Background: an optimization exercise with open tools, aiming at a short achievable clock period and few clock cycles per item. Do not read the settings as production practice. Only simulation tests tie the RTL to the original design; equivalence was not proved. Power and IR drop assume default switching activity.

==> flow/design.v <==
module cvu (
    input  wire        clk,
    input  wire        rst,
    input  wire        go,
    input  wire        abort,
    input  wire [3:0]  cfg_preset,
    input  wire        cfg_custom,
    input  wire [6:0]  cfg_width,
    input  wire        cfg_refin,
    input  wire        cfg_refout,
    input  wire [63:0] cfg_poly,
    input  wire [63:0] cfg_init,
    input  wire [63:0] cfg_xorout,
    input  wire [35:0] cfg_len,
    input  wire        range_ok,
    input  wire        held,
    input  wire        mp_on,
    input  wire        in_valid,
    input  wire [63:0] in_data,
    input  wire        in_ecc_err,
    input  wire        in_closed,
    output wire        in_ready,
    output wire        busy,
    output wire        done,
    output wire        aborted,
    output wire [7:0]  status,
    output wire [31:0] scans,
    output wire [63:0] result
);
    localparam [7:0] ST_OK       = 8'h00;
    localparam [7:0] ST_MISMATCH = 8'h01;
    localparam [7:0] ST_UNCORR   = 8'h62;
    localparam [7:0] ST_CLOSED   = 8'h67;
    localparam [63:0] P0_INIT_AL = 64'hFFFF_FFFF_0000_0000;
    localparam [63:0] P0_XOROUT  = 64'h0000_0000_FFFF_FFFF;
    localparam [4095:0] M_P0 = 4096'he4be3c9200000000725f1e4900000000b641b884000000005b20dc42000000002d906e210000000099a600b0000000004cd30058000000002669802c000000001334c01600000000099a600b000000008ba307a500000000cabfb47200000000655fda3900000000bdc1dabc000000005ee0ed5e000000002f7076af0000000098d60cf700000000c30531db00000000eeecaf4d00000000f8186006000000007c0c300300000000b1682fa100000000d7da2070000000006bed10380000000035f6881c000000001afb440e000000000d7da2070000000089d0e6a300000000cb8644f100000000eaad15d80000000075568aec000000003aab4576000000001d55a2bb0000000081c4e6fd00000000cf8c44de0000000067c6226f00000000bc8d269700000000d128a4eb00000000e7fa65d500000000fc93054a000000007e4982a500000000b04af6f20000000058257b7900000000a37c8a1c0000000051be450e0000000028df2287000000009b01a6e300000000c2eee4d100000000ee1945c800000000770ca2e4000000003b865172000000001dc328b900000000818fa3fc0000000040c7d1fe000000002063e8ff000000009f5fc3df00000000c0c1d64f00000000ef0edc8700000000f8e959e300000000f31a9b5100000000f6e37a08000000007b71bd04000000003db8de82000000001edc6f4100000000;
    function [63:0] rev64;
        input [63:0] v;
        integer i;
        begin
            for (i = 0; i < 64; i = i + 1)
                rev64[i] = v[63 - i];
        end
    endfunction
    function [63:0] bswap;
        input [63:0] v;
        integer i;
        begin
            for (i = 0; i < 8; i = i + 1)
                bswap[8*i +: 8] = v[8*(7-i) +: 8];
        end
    endfunction
    reg        busy_q, done_q, aborted_q;
    reg [31:0] scans_inc_q;      
    reg [7:0]  status_q;
    reg [31:0] scans_q;
    reg [63:0] result_q;
    reg        rdy_q;
    reg        c_custom, c_refin, c_refout;
    reg [6:0]  c_width;
    reg [63:0] c_poly, c_init, c_xorout;
    reg [35:0] left_q;           
    reg [7:0]  ph_q;             
    reg [8:0]  khot_q;           
    reg [7:0]  rmask_q;          
    reg [63:0] xp_q;             
    reg [5:0]  sh_q;             
    reg        len0_q, fixmode_q, aok_q, fix_q;
    reg [4095:0] m_q;            
    reg [4095:0] a_q;            
    reg [63:0] s_q, sn_q;        
    reg [63:0] r_q, rn_q;        
    reg        rv_q, rlast_q, rerr_q, rclosed_q;
    wire [63:0] cfg_x = cfg_poly | cfg_init | cfg_xorout;
    wire [3:0]  wa = cfg_width[6:3];
    wire [2:0]  wb = cfg_width[2:0];
    wire [7:0]  bad_grp;
    genvar gb, gi;
    generate
        for (gi = 0; gi < 8; gi = gi + 1) begin : g_grp
            wire [7:0] xg = cfg_x[8*gi +: 8];
            wire [7:0] ge_b;         
            genvar gd;
            for (gd = 0; gd < 8; gd = gd + 1) begin : g_d
                assign ge_b[gd] = (wb <= gd);
            end
            assign bad_grp[gi] = ((wa < gi) && (|xg)) || ((wa == gi) && (|(xg & ge_b)));
        end
    endgenerate
    wire width_ok  = (cfg_width != 7'd0) && (!cfg_width[6] || (cfg_width[5:0] == 6'd0));
    wire cfg_ok    = cfg_custom ? (width_ok && !(|bad_grp)) : (cfg_preset == 4'd0);
    wire go_ok     = !held && range_ok && cfg_ok && mp_on;
    wire [63:0] t1 = s_q ^ r_q;          
    wire [63:0] t2 = sn_q ^ rn_q;        
    wire [63:0] u3 = s_q ^ rn_q;         
    wire [63:0] u4 = sn_q ^ r_q;         
    wire [63:0] loop_nx, fin_nx;
    generate
        for (gb = 0; gb < 64; gb = gb + 1) begin : g_row
            wire [63:0] mrow, arow;
            for (gi = 0; gi < 64; gi = gi + 1) begin : g_col
                assign mrow[gi] = m_q[64*gi + gb];
                assign arow[gi] = a_q[64*gi + gb];
            end
            if (gb < 32) begin : g_lo
                assign loop_nx[gb] = ^(mrow & t1);
                assign fin_nx[gb]  = (^(arow & ~u3)) ^ xp_q[gb];
            end else begin : g_hi
                assign loop_nx[gb] = ^(mrow & t2);
                assign fin_nx[gb]  = (^(arow & ~u4)) ^ xp_q[gb];
            end
        end
    endgenerate
    wire [63:0] p_al = c_width[6] ? c_poly : ({c_poly, 64'd0} >> c_width[5:0]);
    wire [63:0] i_al = c_width[6] ? c_init : ({c_init, 64'd0} >> c_width[5:0]);
    wire [63:0] c0 = m_q[63:0];
    wire [63:0] c1, c2, c3;
    wire [255:0] c4_7;
    wire [511:0] c8_15;
    wire [1023:0] j16_out;
    cvu_jmp #(.K(1)) u_c1 (.v(c0), .base(c0), .o(c1));
    cvu_jmp #(.K(2)) u_c2 (.v(c0), .base({c1, c0}), .o(c2));
    cvu_jmp #(.K(2)) u_c3 (.v(c1), .base({c1, c0}), .o(c3));
    generate
        for (gi = 0; gi < 4; gi = gi + 1) begin : g_j4
            cvu_jmp #(.K(4)) u (.v(gi == 0 ? c0 : gi == 1 ? c1 : gi == 2 ? c2 : c3),
                                .base({c3, c2, c1, c0}), .o(c4_7[64*gi +: 64]));
        end
        for (gi = 0; gi < 8; gi = gi + 1) begin : g_j8
            cvu_jmp #(.K(8)) u (.v(m_q[64*gi +: 64]), .base(m_q[511:0]), .o(c8_15[64*gi +: 64]));
        end
        for (gi = 0; gi < 16; gi = gi + 1) begin : g_j16
            cvu_jmp #(.K(16)) u (.v(m_q[3072 + 64*gi +: 64]), .base(m_q[1023:0]),
                                 .o(j16_out[64*gi +: 64]));
        end
    endgenerate
    wire [4095:0] a_src;
    wire [4095:0] msrc = m_q;
    generate
        for (gi = 0; gi < 64; gi = gi + 1) begin : g_acol
            wire [63:0] cand [0:8];
            wire [63:0] col;
            genvar kk;
            for (kk = 0; kk <= 8; kk = kk + 1) begin : g_k
                if (gi >= 64 - 8*kk) begin : g_c
                    assign cand[kk] = msrc[64*(gi - 64 + 8*kk) +: 64] & {64{khot_q[kk]}};
                end else begin : g_e
                    assign cand[kk] = (64'd1 << (gi + 8*kk)) & {64{khot_q[kk]}};
                end
            end
            assign col = cand[0] | cand[1] | cand[2] | cand[3] | cand[4] |
                         cand[5] | cand[6] | cand[7] | cand[8];
            assign a_src[64*gi +: 64] = c_refout ? rev64(col) : col;
        end
    endgenerate
    wire take     = in_valid && rdy_q;
    wire le8      = (left_q[35:4] == 32'd0) && (!left_q[3] || (left_q[2:0] == 3'd0));
    wire le16     = (left_q[35:5] == 31'd0) && (!left_q[4] || (left_q[3:0] == 4'd0));
    wire word_err = in_ecc_err || in_closed;
    wire [7:0] kbytes = (left_q[2:0] == 3'd0) ? 8'hFF : ~(8'hFF << left_q[2:0]);
    wire [63:0] rmask64;
    generate
        for (gi = 0; gi < 8; gi = gi + 1) begin : g_rm
            assign rmask64[63 - 8*gi -: 8] = {8{rmask_q[gi]}};
        end
    endgenerate
    wire fin      = (rv_q && rlast_q && !rerr_q) || (len0_q && aok_q);
    wire err_end  = rv_q && rerr_q;
    wire done_end = (fin && !fixmode_q) || fix_q;
    wire own_end  = err_end || done_end;
    wire stop     = abort || !mp_on;
    wire m_pre = ph_q[0] && !c_custom;       
    wire m_c0  = ph_q[0] && c_custom;
    wire m_c1  = ph_q[1] && c_custom;
    wire m_c2  = ph_q[2] && c_custom;
    wire m_j   = (ph_q[3] || ph_q[4] || ph_q[5]) && c_custom;
    wire [63:0] perm_in = (c_refin ? rev64(in_data) : bswap(in_data)) & rmask64;
    always @(posedge clk) begin
        r_q  <= perm_in;
        rn_q <= ~perm_in;
        a_q  <= a_src;
        if (m_pre)
            m_q <= M_P0;
        if (m_c0) begin
            m_q[63:0]      <= p_al;
            m_q[3135:3072] <= p_al;
        end
        if (m_c1) begin
            m_q[511:64]    <= {c4_7, c3, c2, c1};
            m_q[3583:3136] <= {c4_7, c3, c2, c1};
        end
        if (m_c2) begin
            m_q[1023:512]  <= c8_15;
            m_q[4095:3584] <= c8_15;
        end
        if (m_j)
            m_q[4095:1024] <= {j16_out, m_q[4095:2048]};
        if (ph_q[0]) begin
            s_q  <= c_custom ? i_al : P0_INIT_AL;
            sn_q <= ~(c_custom ? i_al : P0_INIT_AL);
        end else if (rv_q && !rlast_q) begin
            s_q  <= loop_nx;
            sn_q <= ~loop_nx;
        end
        if (busy_q && fin)
            result_q <= fin_nx;
        else if (busy_q && fix_q)
            result_q <= (result_q >> sh_q) ^ c_xorout;
    end
    always @(posedge clk) begin
        rerr_q    <= word_err;
        rclosed_q <= in_closed;
        if (rst) begin
            busy_q      <= 1'b0;
            done_q      <= 1'b0;
            aborted_q   <= 1'b0;
            status_q    <= ST_OK;
            scans_q     <= 32'd0;
            scans_inc_q <= 32'd1;
            rdy_q       <= 1'b0;
            rv_q        <= 1'b0;
            fix_q       <= 1'b0;
            len0_q      <= 1'b0;
            aok_q       <= 1'b0;
            ph_q        <= 8'd0;
        end else begin
            scans_inc_q <= scans_q + 32'd1;
            if (!busy_q) begin
                c_custom <= cfg_custom;
                c_refin  <= cfg_custom ? cfg_refin  : 1'b1;
                c_refout <= cfg_custom ? cfg_refout : 1'b1;
                c_width  <= cfg_width;
                c_poly   <= cfg_poly;
                c_init   <= cfg_init;
                c_xorout <= cfg_xorout;
                left_q   <= cfg_len;
                ph_q     <= 8'd1;
                rmask_q  <= 8'hFF;
                rdy_q    <= go && !cfg_custom && (cfg_len[35:4] != 32'd0 || (cfg_len[3] && cfg_len[2:0] != 3'd0));
                rv_q     <= 1'b0;
                fix_q    <= 1'b0;
                len0_q   <= 1'b0;
                aok_q    <= 1'b0;
                if (go) begin
                    if (go_ok) begin
                        busy_q    <= 1'b1;
                        done_q    <= 1'b0;
                        aborted_q <= 1'b0;
                        status_q  <= ST_OK;
                    end else begin
                        status_q  <= ST_MISMATCH;
                    end
                end
            end else begin
                ph_q <= {ph_q[6:0], 1'b0};
                if (ph_q[0]) begin
                    khot_q    <= (left_q == 36'd0) ? 9'd1 :
                                 (left_q[2:0] == 3'd0) ? 9'h100 : (9'd1 << left_q[2:0]);
                    len0_q    <= (left_q == 36'd0);
                    fixmode_q <= c_custom && !c_refout;
                    sh_q      <= c_custom ? (7'd64 - c_width) : 6'd32;
                    xp_q      <= !c_custom ? P0_XOROUT : (c_refout ? c_xorout : 64'd0);
                end
                if (c_custom ? ph_q[6] : ph_q[1])
                    aok_q <= 1'b1;
                rv_q    <= take;
                rlast_q <= le8;
                if (take)
                    left_q <= left_q - 36'd8;
                if (ph_q[0] && left_q == 36'd0)
                    rmask_q <= 8'h00;
                else if (take ? le16 : le8)
                    rmask_q <= kbytes;
                else
                    rmask_q <= 8'hFF;
                if ((c_custom && !len0_q && ((ph_q[4] && !le8) || ph_q[5])) ||
                    (!c_custom && ph_q[0] && left_q != 36'd0))
                    rdy_q <= 1'b1;
                if (take && (le8 || word_err))
                    rdy_q <= 1'b0;
                if (fin)
                    len0_q <= 1'b0;
                fix_q <= fin && fixmode_q && !err_end;
                if (err_end) begin
                    busy_q    <= 1'b0;
                    status_q  <= rclosed_q ? ST_CLOSED : ST_UNCORR;
                    scans_q   <= scans_inc_q;
                end else if (done_end) begin
                    busy_q    <= 1'b0;
                    done_q    <= 1'b1;
                    status_q  <= ST_OK;
                    scans_q   <= scans_inc_q;
                end else if (stop) begin
                    busy_q    <= 1'b0;
                    aborted_q <= 1'b1;
                    status_q  <= ST_OK;
                    scans_q   <= scans_inc_q;
                end else if (go) begin
                    status_q  <= ST_MISMATCH;
                end
                if (own_end || stop)
                    rdy_q <= 1'b0;
            end
        end
    end
    assign in_ready = rdy_q;
    assign busy     = busy_q;
    assign done     = done_q;
    assign aborted  = aborted_q;
    assign status   = status_q;
    assign scans    = scans_q;
    assign result   = result_q;
endmodule
module cvu_jmp #(parameter K = 1) (
    input  wire [63:0]     v,
    input  wire [64*K-1:0] base,
    output wire [63:0]     o
);
    genvar b, q;
    generate
        for (b = 0; b < 64; b = b + 1) begin : g_b
            wire [K-1:0] pv;
            for (q = 0; q < K; q = q + 1) begin : g_q
                assign pv[q] = v[64 - K + q] & base[64*q + b];
            end
            if (b >= K) begin : g_s
                assign o[b] = v[b - K] ^ (^pv);
            end else begin : g_n
                assign o[b] = ^pv;
            end
        end
    endgenerate
endmodule
==> flow/run.sh <==
#!/bin/bash
# synth_recipe.tcl (not shown) runs the flow's synth.tcl, then flattens the netlist and writes it again
# the make line also repeats each setting of config.mk as NAME=value (left out here)
make -C /OpenROAD-flow-scripts/flow DESIGN_CONFIG=/design/flow/config.mk WORK_HOME=/design/flow/orfs CLKGATE_MAP_FILE= SYNTH_SCRIPT=/design/flow/synth_recipe.tcl finish
==> flow/config.mk <==
export PLATFORM = sky130hd
export DESIGN_NAME = cvu
export DESIGN_NICKNAME = cvu
export VERILOG_FILES = /design/flow/design.v
export SDC_FILE = /design/flow/constraint.sdc
export NUM_CORES = 4
export LEC_CHECK = 0
export CAP_MARGIN = 30
export CORE_MARGIN = 2
export CORE_UTILIZATION = 35
export PLACE_DENSITY = 0.45
export SETUP_SLACK_MARGIN = 5
export SLEW_MARGIN = 40
==> flow/constraint.sdc <==
create_clock -name core_clock -period 10.0 [get_ports {clk}]
set_input_delay 2.0000 -clock core_clock [delete_from_list [all_inputs] [get_ports {clk}]]
set_output_delay 2.0000 -clock core_clock [all_outputs]
set_load 0.01 [all_outputs]
==> run notes, run 1 <==
status=stopped before the end; Stopped at=5_1_grt; error message=[ERROR GRT-0116] Global routing finished with congestion. Check the congestion regions in the DRC Viewer.; gr ovfl total=16600; largest net degree at the start of global routing=181; CTS Buf Count=1239; Syn Inst Count=106000; top post-synthesis cells by area=xnor2_1 25%, edfxtp_1 17%, nand2_1 14%, dfxtp_1 11%, xor2_1 7.0%; clk sinks=8923; die height=1.52 mm; die width=1.52 mm; CTS H-tree lvls=7; IO buf count=420; Initial Utilization=0.351; Placed Cells=134000; Synth warnings=1; RD Place Congestion=1.24; Final HPWL DP=7090 mm; number of synthesized flops with an enable pin=4615; Post-synth top cells=31100 x nand2_1, 22900 x xnor2_1, 8061 x clkbuf_1; ys async rst share=0; dominant cell type by area after synthesis=xnor2_1; # rows=558; Yosys cell types=84; top-area cell type share of the netlist area=0.249; first-pass GRT wire length=13300 mm; number of hold buffers added after cts=0; deepest clock path buffer count=6; vias in the first global route=975000; root buffer cell=clkbuf_16; top-count cell post-synth=nand2_1; Mapped Area=0.808 mm^2; Ports=424; number of synthesized register bits=8923; Syn Area/Cell=7.64 um^2; post-synthesis sequential area ratio=0.278; GRT Util Overall=0.872; Main synth FF type=edfxtp_1
## power groups by stage
stage | Sequential, mW | Combinational (mW) | Clock [mW]
after CTS | 43.6 | 286 | 48.3
after floorplan | 43.2 | 107 | 0
after detailed placement | 44.4 | 282 | 0
after global placement | 44.3 | 271 | 0
## metal layers
layer  overflow  global-route usage
met2       9379               0.934
met4       3841               0.830
met5        232               0.674
met3       1564               0.822
met1       1588               0.886
## what timing repair did
item	CTS
gates cloned	2
resized for setup	351
endpoints found under the setup margin	300
pin swaps	46
setup buffers	63
## how the worst min path moves through the flow
stage | start | to | slack, ps | cells past startpoint
4_1_cts | scans_inc_q[26] | scans_q[26] | 440 | 2
3_5_place_dp | scans_inc_q[26] | scans_q[26] | 430 | 2
3_3_place_gp | scans_inc_q[0] | scans_q[0] | 440 | 2
2_1_floorplan | scans_inc_q[31] | scans_q[31] | 420 | 2
## logic make-up after synthesis
logic type,share of synthesized area
buf+inv,0.0506
compound gates,0.115
flops,0.278
other cells,0.00000464
xor+xnor,0.327
simple gates,0.208
mux,0.0213
fa+ha+maj,0.000186
## per-stage QoR
step	cell area, um^2	util	setup WS [ps]	power, mW
after global placement	875000	0.380	3030	316
after CTS	933000	0.404	4730	378
after detailed placement	888000	0.385	3850	326
after floorplan	808000	-	321	150
Testbench counts, summed over its fixed seeds: cycles 25,127, bytes 188,376.
==> inputs of run 2 (changes only) <==
--- a/flow/design.v
+++ b/flow/design.v
@@ -65,7 +65,8 @@
     reg [7:0]  rmask_q;          
-    reg [63:0] xp_q;             
+    reg [63:0] xpr_q;            
     reg [5:0]  sh_q;             
-    reg        len0_q, fixmode_q, aok_q, fix_q;
+    reg        len0_q, fixmode_q, f2_q, fix_q;
     reg [4095:0] m_q;            
-    reg [4095:0] a_q;            
+    reg [63:0] yl_q, yln_q;      
+    reg [63:0] yh_q;             
     reg [63:0] s_q, sn_q;        
@@ -94,3 +95,2 @@
     wire [63:0] t2 = sn_q ^ rn_q;        
-    wire [63:0] u3 = s_q ^ rn_q;         
     wire [63:0] u4 = sn_q ^ r_q;         
@@ -99,6 +99,5 @@
         for (gb = 0; gb < 64; gb = gb + 1) begin : g_row
-            wire [63:0] mrow, arow;
+            wire [63:0] mrow;
             for (gi = 0; gi < 64; gi = gi + 1) begin : g_col
                 assign mrow[gi] = m_q[64*gi + gb];
-                assign arow[gi] = a_q[64*gi + gb];
             end
@@ -106,6 +105,6 @@
                 assign loop_nx[gb] = ^(mrow & t1);
-                assign fin_nx[gb]  = (^(arow & ~u3)) ^ xp_q[gb];
+                assign fin_nx[gb]  = (^(mrow & yl_q)) ^ yh_q[gb] ^ xpr_q[gb];
             end else begin : g_hi
                 assign loop_nx[gb] = ^(mrow & t2);
-                assign fin_nx[gb]  = (^(arow & ~u4)) ^ xp_q[gb];
+                assign fin_nx[gb]  = (^(mrow & ~yln_q)) ^ yh_q[gb] ^ xpr_q[gb];
             end
@@ -136,19 +135,19 @@
     endgenerate
-    wire [4095:0] a_src;
-    wire [4095:0] msrc = m_q;
+    wire [63:0] t_last = ~u4;
+    wire [63:0] yl_nx, yh_nx;
     generate
-        for (gi = 0; gi < 64; gi = gi + 1) begin : g_acol
-            wire [63:0] cand [0:8];
-            wire [63:0] col;
+        for (gi = 0; gi < 64; gi = gi + 1) begin : g_rot
+            wire [8:0] cl, ch;
             genvar kk;
             for (kk = 0; kk <= 8; kk = kk + 1) begin : g_k
-                if (gi >= 64 - 8*kk) begin : g_c
-                    assign cand[kk] = msrc[64*(gi - 64 + 8*kk) +: 64] & {64{khot_q[kk]}};
-                end else begin : g_e
-                    assign cand[kk] = (64'd1 << (gi + 8*kk)) & {64{khot_q[kk]}};
+                if (gi < 8*kk) begin : g_l
+                    assign cl[kk] = khot_q[kk] & t_last[(gi - 8*kk + 64) % 64];
+                    assign ch[kk] = 1'b0;
+                end else begin : g_h
+                    assign cl[kk] = 1'b0;
+                    assign ch[kk] = khot_q[kk] & t_last[(gi - 8*kk + 64) % 64];
                 end
             end
-            assign col = cand[0] | cand[1] | cand[2] | cand[3] | cand[4] |
-                         cand[5] | cand[6] | cand[7] | cand[8];
-            assign a_src[64*gi +: 64] = c_refout ? rev64(col) : col;
+            assign yl_nx[gi] = |cl;
+            assign yh_nx[gi] = |ch;
         end
@@ -166,5 +165,5 @@
     endgenerate
-    wire fin      = (rv_q && rlast_q && !rerr_q) || (len0_q && aok_q);
+    wire fin      = (rv_q && rlast_q && !rerr_q) || (len0_q && ph_q[2]);
     wire err_end  = rv_q && rerr_q;
-    wire done_end = (fin && !fixmode_q) || fix_q;
+    wire done_end = (f2_q && !fixmode_q) || fix_q;
     wire own_end  = err_end || done_end;
@@ -180,3 +179,5 @@
         rn_q <= ~perm_in;
-        a_q  <= a_src;
+        yl_q  <= yl_nx;
+        yln_q <= ~yl_nx;
+        yh_q  <= yh_nx;
         if (m_pre)
@@ -204,4 +205,4 @@
         end
-        if (busy_q && fin)
-            result_q <= fin_nx;
+        if (busy_q && f2_q)
+            result_q <= c_refout ? rev64(fin_nx) : fin_nx;
         else if (busy_q && fix_q)
@@ -223,3 +224,3 @@
             len0_q      <= 1'b0;
-            aok_q       <= 1'b0;
+            f2_q        <= 1'b0;
             ph_q        <= 8'd0;
@@ -242,3 +243,3 @@
                 len0_q   <= 1'b0;
-                aok_q    <= 1'b0;
+                f2_q     <= 1'b0;
                 if (go) begin
@@ -261,6 +262,4 @@
                     sh_q      <= c_custom ? (7'd64 - c_width) : 6'd32;
-                    xp_q      <= !c_custom ? P0_XOROUT : (c_refout ? c_xorout : 64'd0);
+                    xpr_q     <= rev64(!c_custom ? P0_XOROUT : (c_refout ? c_xorout : 64'd0));
                 end
-                if (c_custom ? ph_q[6] : ph_q[1])
-                    aok_q <= 1'b1;
                 rv_q    <= take;
@@ -275,3 +274,3 @@
                     rmask_q <= 8'hFF;
-                if ((c_custom && !len0_q && ((ph_q[4] && !le8) || ph_q[5])) ||
+                if ((c_custom && !len0_q && ph_q[4]) ||
                     (!c_custom && ph_q[0] && left_q != 36'd0))
@@ -282,3 +281,4 @@
                     len0_q <= 1'b0;
-                fix_q <= fin && fixmode_q && !err_end;
+                f2_q  <= fin && !err_end;
+                fix_q <= f2_q && fixmode_q;
                 if (err_end) begin
--- a/flow/config.mk
+++ b/flow/config.mk
@@ -9,4 +9,4 @@
 export CORE_MARGIN = 2
-export CORE_UTILIZATION = 35
-export PLACE_DENSITY = 0.45
+export CORE_UTILIZATION = 40
+export PLACE_DENSITY = 0.5
 export SETUP_SLACK_MARGIN = 5
==> run 2 against run 1 <==
Net effect: the run again fails in 5_1_grt; synthesized area is 26% lower; synthesized cell count is 25% lower.
==> run notes, run 2 <==
number of synthesized register bits=5018 (-44%); Main synth FF type=edfxtp_1; vias in the first global route=640000; CTS Buf Count=732 (-41%); RD Place Congestion=1.22 (-2.3%); Mapped Area=0.602 mm^2 (-26%); CTS H-tree lvls=6 (-1); status=stopped before the end; top-count cell post-synth=nand2_1; root buffer cell=clkbuf_16; Syn Inst Count=79800 (-25%); IO buf count=420 (unchanged); Ports=424 (unchanged); Final HPWL DP=4600 mm (-35%); Stopped at=5_1_grt; Yosys cell types=95 (+13%); first-pass GRT wire length=8310 mm; top-area cell type share of the netlist area=0.343 (+0.0943); largest net degree at the start of global routing=195; post-synthesis sequential area ratio=0.244 (-0.0344); Syn Area/Cell=7.54 um^2 (-1.3%); # rows=450 (-19%); clk sinks=5018 (-44%); ys async rst share=0 (unchanged); Post-synth top cells=28700 x nand2_1, 23600 x xnor2_1, 6134 x xor2_1; deepest clock path buffer count=5 (-1); gr ovfl total=957; top post-synthesis cells by area=xnor2_1 34%, edfxtp_1 23%, nand2_1 18%, xor2_1 8.9%, clkbuf_1 2.8%; GRT Util Overall=0.853; Synth warnings=1 (unchanged); die width=1.23 mm (-19%); die height=1.23 mm (-19%); error message=[ERROR GRT-0116] Global routing finished with congestion. Check the congestion regions in the DRC Viewer.; number of synthesized flops with an enable pin=4615 (unchanged); dominant cell type by area after synthesis=xnor2_1; Initial Utilization=0.401 (+0.0504)
run 2: power by group through the flow:
stage | Clock [mW] | Sequential [mW] | Combinational [mW]
after CTS | 28.8 | 30.2 | 213
after floorplan | 0 | 26.8 | 79.8
after detailed placement | 0 | 30.6 | 212
after global placement | 0 | 31.3 | 201
run 2: logic make-up after synthesis:
kind of cell,Yosys count,synth area share
AND/OR/NAND/NOR,35200,0.239
XOR/XNOR,29800,0.437
buffers and inverters,6962,0.0448
flip-flops,5018,0.244
AO/OA/AOI/OAI,2277,0.0235
multiplexers,525,0.0124
adder cells (fa/ha/maj),12,0.000250
other,1,0.00000623
run 2: stage by stage:
step | worst slack, ps | util | instances | area (um^2) | power, mW
2_1_floorplan | 267 | - | 79800 | 602000 | 107
3_3_place_gp | 3940 | 0.433 | 98000 | 650000 | 233
3_5_place_dp | 4260 | 0.438 | 98300 | 658000 | 243
4_1_cts | 5000 | 0.455 | 99700 | 682000 | 272
run 2: worst min path at each step:
stage          depth (start not counted)             end  slack [ps]
2_1_floorplan                          2      scans_q[1]         420
3_3_place_gp                           2      scans_q[8]         430
3_5_place_dp                           2      scans_q[0]         430
4_1_cts                                1  scans_inc_q[0]         430
run 2: routing by layer:
metal  overflow  track usage
met4        306        0.804
met2        593        0.918
met3         24        0.785
met5          4        0.662
met1         30        0.878
run 2: what timing repair did:
item,4_1_cts
gates cloned,0
hold buffers,0
resized for setup,23
setup buffers,2
hold endpoints to repair,0
pin swaps,1
setup endpoints to repair,187
Testbench counts of run 2, summed over its fixed seeds: cycles 25,443, bytes 188,376.
